This is an optimization exercise on Yosys and OpenROAD, whose aim is small area, a short achievable clock period and few clock cycles, not a production implementation.
The RTL was checked by simulation tests, not by an equivalence proof against the original design.
Power and IR drop assume default switching activity.

== the baseline ==
==> flow/design.v <==
module crc_engine (
    input  wire        clk,
    input  wire        rst_n,
    input  wire        start,
    input  wire [6:0]  cfg_width,        
    input  wire [63:0] cfg_poly,         
    input  wire [63:0] cfg_init,
    input  wire [63:0] cfg_xorout,
    input  wire        cfg_refin,
    input  wire        cfg_refout,
    input  wire [3:0]  cfg_prefix_len,   
    input  wire [63:0] cfg_prefix,
    input  wire [3:0]  cfg_suffix_len,   
    input  wire [63:0] cfg_suffix,
    input  wire        in_valid,
    input  wire [7:0]  in_data,
    input  wire        in_last,
    output reg         in_ready,
    output reg         busy,
    output reg         done,
    output reg  [63:0] result
);
    localparam [2:0] S_IDLE = 3'd0,
                     S_AL1  = 3'd1,
                     S_AL2  = 3'd2,
                     S_RUN  = 3'd3,
                     S_OUT  = 3'd4;
    reg [2:0]  state;
    reg        ld;           
    reg [3:0]  pre_left;     
    reg [3:0]  suf_left;     
    reg        got_last;     
    reg        data_done;    
    reg [7:0]  hb;           
    reg        hb_v;
    reg        hb_l;
    reg [7:0]  fr;           
    reg        use_hb;       
    reg [7:1]  mc;           
    reg [63:0] crc;          
    reg [63:0] poly;         
    reg [5:0]  rot;          
    reg        refin;
    reg        refout;
    reg [63:0] xorout;
    reg [63:0] prefix;
    reg [63:0] suffix;
    function [63:0] rev64(input [63:0] v);
        integer n;
        begin
            for (n = 0; n < 64; n = n + 1)
                rev64[n] = v[63 - n];
        end
    endfunction
    function [7:0] rev8(input [7:0] v);
        integer n;
        begin
            for (n = 0; n < 8; n = n + 1)
                rev8[n] = v[7 - n];
        end
    endfunction
    function [7:1] mcoef(input [63:57] ptop);
        integer d, e;
        reg [7:0] m;
        begin
            m[0] = 1'b1;
            for (d = 1; d < 8; d = d + 1) begin
                m[d] = 1'b0;
                for (e = 1; e <= d; e = e + 1)
                    m[d] = m[d] ^ (ptop[64 - e] & m[d - e]);
            end
            mcoef = m[7:1];
        end
    endfunction
    wire run     = (state == S_RUN);
    wire pre_ph  = (pre_left != 4'd0);
    wire suf_ph  = !pre_ph && data_done;
    wire step    = run && (!use_hb || hb_v);
    wire is_last = use_hb ? (hb_l && suf_left == 4'd0) : (suf_ph && suf_left == 4'd1);
    wire take    = in_valid && in_ready;
    reg  [63:0] rot_in;
    reg  [5:0]  rot_amt;
    always @* begin
        rot_amt = rot;
        if (state == S_AL1)
            rot_in = poly;
        else if (state == S_AL2)
            rot_in = crc;
        else if (refout) begin
            rot_in  = crc;
            rot_amt = 6'd0;
        end else
            rot_in = rev64(crc);
    end
    reg  [63:0] rot_out;
    integer r;
    always @* begin
        rot_out = rot_in;
        for (r = 0; r < 6; r = r + 1)
            if (rot_amt[r])
                rot_out = (rot_out >> (1 << r)) | (rot_out << (64 - (1 << r)));
    end
    wire [7:0] feed = use_hb ? hb : fr;
    wire [7:0] t    = crc[63:56] ^ feed;
    reg  [7:0]  fbv;
    reg  [63:0] crc_next;
    integer i, j;
    always @* begin
        for (i = 0; i < 8; i = i + 1) begin
            fbv[i] = t[i];
            for (j = i + 1; j < 8; j = j + 1)
                fbv[i] = fbv[i] ^ (mc[j - i] & t[j]);
        end
        crc_next = crc << 8;
        for (i = 0; i < 8; i = i + 1)
            crc_next = crc_next ^ ({64{fbv[i]}} & (poly << i));
    end
    reg [2:0] state_n;
    reg [3:0] pre_n, suf_n;
    reg       hb_v_n, got_last_n, data_done_n;
    always @* begin
        state_n     = state;
        pre_n       = pre_left;
        suf_n       = suf_left;
        hb_v_n      = hb_v;
        got_last_n  = got_last;
        data_done_n = data_done;
        if (state == S_AL1)
            state_n = S_AL2;
        if (state == S_AL2)
            state_n = S_RUN;
        if (step) begin
            if (is_last)
                state_n = S_OUT;
            if (pre_ph)
                pre_n = pre_left - 4'd1;
            else if (use_hb) begin
                hb_v_n = 1'b0;
                if (hb_l)
                    data_done_n = 1'b1;
            end else
                suf_n = suf_left - 4'd1;
        end
        if (take) begin
            hb_v_n     = 1'b1;
            got_last_n = in_last;
        end
        if (ld) begin
            state_n     = start ? S_AL1 : S_IDLE;
            hb_v_n      = 1'b0;
            got_last_n  = 1'b0;
            data_done_n = 1'b0;
        end
        if (!rst_n)
            state_n = S_IDLE;
    end
    wire busy_n   = (state_n == S_AL1) || (state_n == S_AL2) || (state_n == S_RUN);
    wire [3:0] pre_nn = ld ? cfg_prefix_len : pre_n;
    wire pre_ph_n = (pre_nn != 4'd0);
    always @(posedge clk) begin
        result    <= rev64(rot_out) ^ xorout;
        done      <= rst_n && (state == S_OUT);
        state     <= state_n;
        busy      <= busy_n;
        ld        <= !busy_n;
        in_ready  <= busy_n && !got_last_n && !(hb_v_n && (pre_ph_n || state_n != S_RUN));
        pre_left  <= pre_nn;
        suf_left  <= ld ? cfg_suffix_len : suf_n;
        hb_v      <= hb_v_n;
        got_last  <= got_last_n;
        data_done <= data_done_n;
        use_hb    <= !pre_ph_n && !data_done_n;
        mc        <= mcoef(poly[63:57]);
        if (pre_n != 4'd0)
            fr <= refin ? rev8(prefix[(pre_n - 4'd1) * 8 +: 8]) : prefix[(pre_n - 4'd1) * 8 +: 8];
        else
            fr <= refin ? rev8(suffix[(suf_n - 4'd1) * 8 +: 8]) : suffix[(suf_n - 4'd1) * 8 +: 8];
        if (ld) begin
            rot    <= cfg_width[5:0];
            refin  <= cfg_refin;
            refout <= cfg_refout;
            poly   <= cfg_poly;
            crc    <= cfg_init;
            xorout <= cfg_xorout;
            prefix <= cfg_prefix;
            suffix <= cfg_suffix;
        end else begin
            if (state == S_AL1)
                poly <= rot_out;
            if (state == S_AL2)
                crc <= rot_out;
            if (step)
                crc <= crc_next;
            if (take) begin
                hb   <= refin ? rev8(in_data) : in_data;
                hb_l <= in_last;
            end
        end
    end
endmodule
==> flow/config.mk <==
export PLATFORM = sky130hd
export DESIGN_NAME = crc_engine
export DESIGN_NICKNAME = crc_engine
export VERILOG_FILES = /design/flow/design.v
export SDC_FILE = /design/flow/constraint.sdc
export NUM_CORES = 4
export LEC_CHECK = 0
export CAP_MARGIN = 20
export CORE_MARGIN = 2
export CORE_UTILIZATION = 30
export CTS_CLUSTER_DIAMETER = 100
export CTS_CLUSTER_SIZE = 30
export SETUP_SLACK_MARGIN = 1.0
export SLEW_MARGIN = 20
==> flow/constraint.sdc <==
create_clock -name core_clock -period 25.0 [get_ports {clk}]
set_input_delay 5.0000 -clock core_clock [delete_from_list [all_inputs] [get_ports {clk}]]
set_output_delay 5.0000 -clock core_clock [all_outputs]
set_load 0.01 [all_outputs]
standard.sh (not shown) runs the stock make flow with config.mk's settings and CLKGATE_MAP_FILE= SYNTH_SCRIPT=/design/flow/synth_recipe.tcl, a recipe that flattens the netlist after the stock synthesis.
==> flow/flow/run.sh <==
#!/bin/bash
# The standard layout, with two changes to how it is made:
#  - port buffers are sky130_fd_sc_hd__buf_1 instead of the default delay cell
#  - repair_timing aims for a large setup margin, so that the critical paths
#    are sized for a much shorter cycle than the 25 ns clock
# make's output goes to run_standard.log here; ORFS's own logs stay in orfs/logs.
set -euo pipefail
bash standard.sh \
  'BUFFER_PORTS_ARGS=-buffer_cell sky130_fd_sc_hd__buf_1' \
  SETUP_SLACK_MARGIN=19.0 \
  finish > run_standard.log 2>&1
The baseline | stages: all done | timing, DRC, antenna: all pass
Testbench counts of the baseline, summed over its fixed seeds: cycles 16,503.
Setup changes, the baseline to the candidate
- CTS_CLUSTER_SIZE changed from 30 to 20
- CORE_UTILIZATION changed from 30 to 50
In summary, the candidate completed successfully, with a layout that passed the timing, DRC and antenna checks. For final net count, the baseline and the candidate come out practically identical. The non-clock buffer total of the final layout of the candidate is higher than that of the baseline. Final total power in the candidate vs the baseline: up 29 uW. Against the baseline, the candidate comes in 21 points higher on utilization. From the baseline to the candidate the numbers moved as follows: worst setup slack increased by 0.023 ns relative to the old numbers; maximum frequency picked up an extra 0.37%.

-- separate check: timing with driven ports --
The flow's constraints put no driver on any port. The routed layouts listed below were extracted and timed again, unchanged, in two steps. Step 1: set_driving_cell puts a clkbuf_16 on clk and a buf_2 on each other input, an assumption about the parent block. Step 2 moves the port delays by t, midway between the first and last clock arrival at a register: inputs arrive t later, outputs are due t later. That takes back most of the time a late clock gives input paths. Slacks: ideal / step 1 / step 2; pairs: ideal / step 1.
| run | shift t [ns] | setup slack, ns | hold slack, ns | latest minus earliest clock arrival (ns) | pins driven straight from the clock port |
|---|---|---|---|---|---|
| the baseline | 0.716 | 18.861 / 18.800 / 18.678 | 0.416 / 0.416 / 0.416 | 0.038 / 0.037 | 1 |
| the candidate | 0.701 | 18.884 / 18.814 / 18.585 | 0.419 / 0.419 / 0.419 | 0.048 / 0.049 | 1 |
After both steps every run listed still meets setup and hold. For the candidate, which loses most, drivers alone change the setup slack by -0.070 ns; drivers and shift together by -0.299 ns.
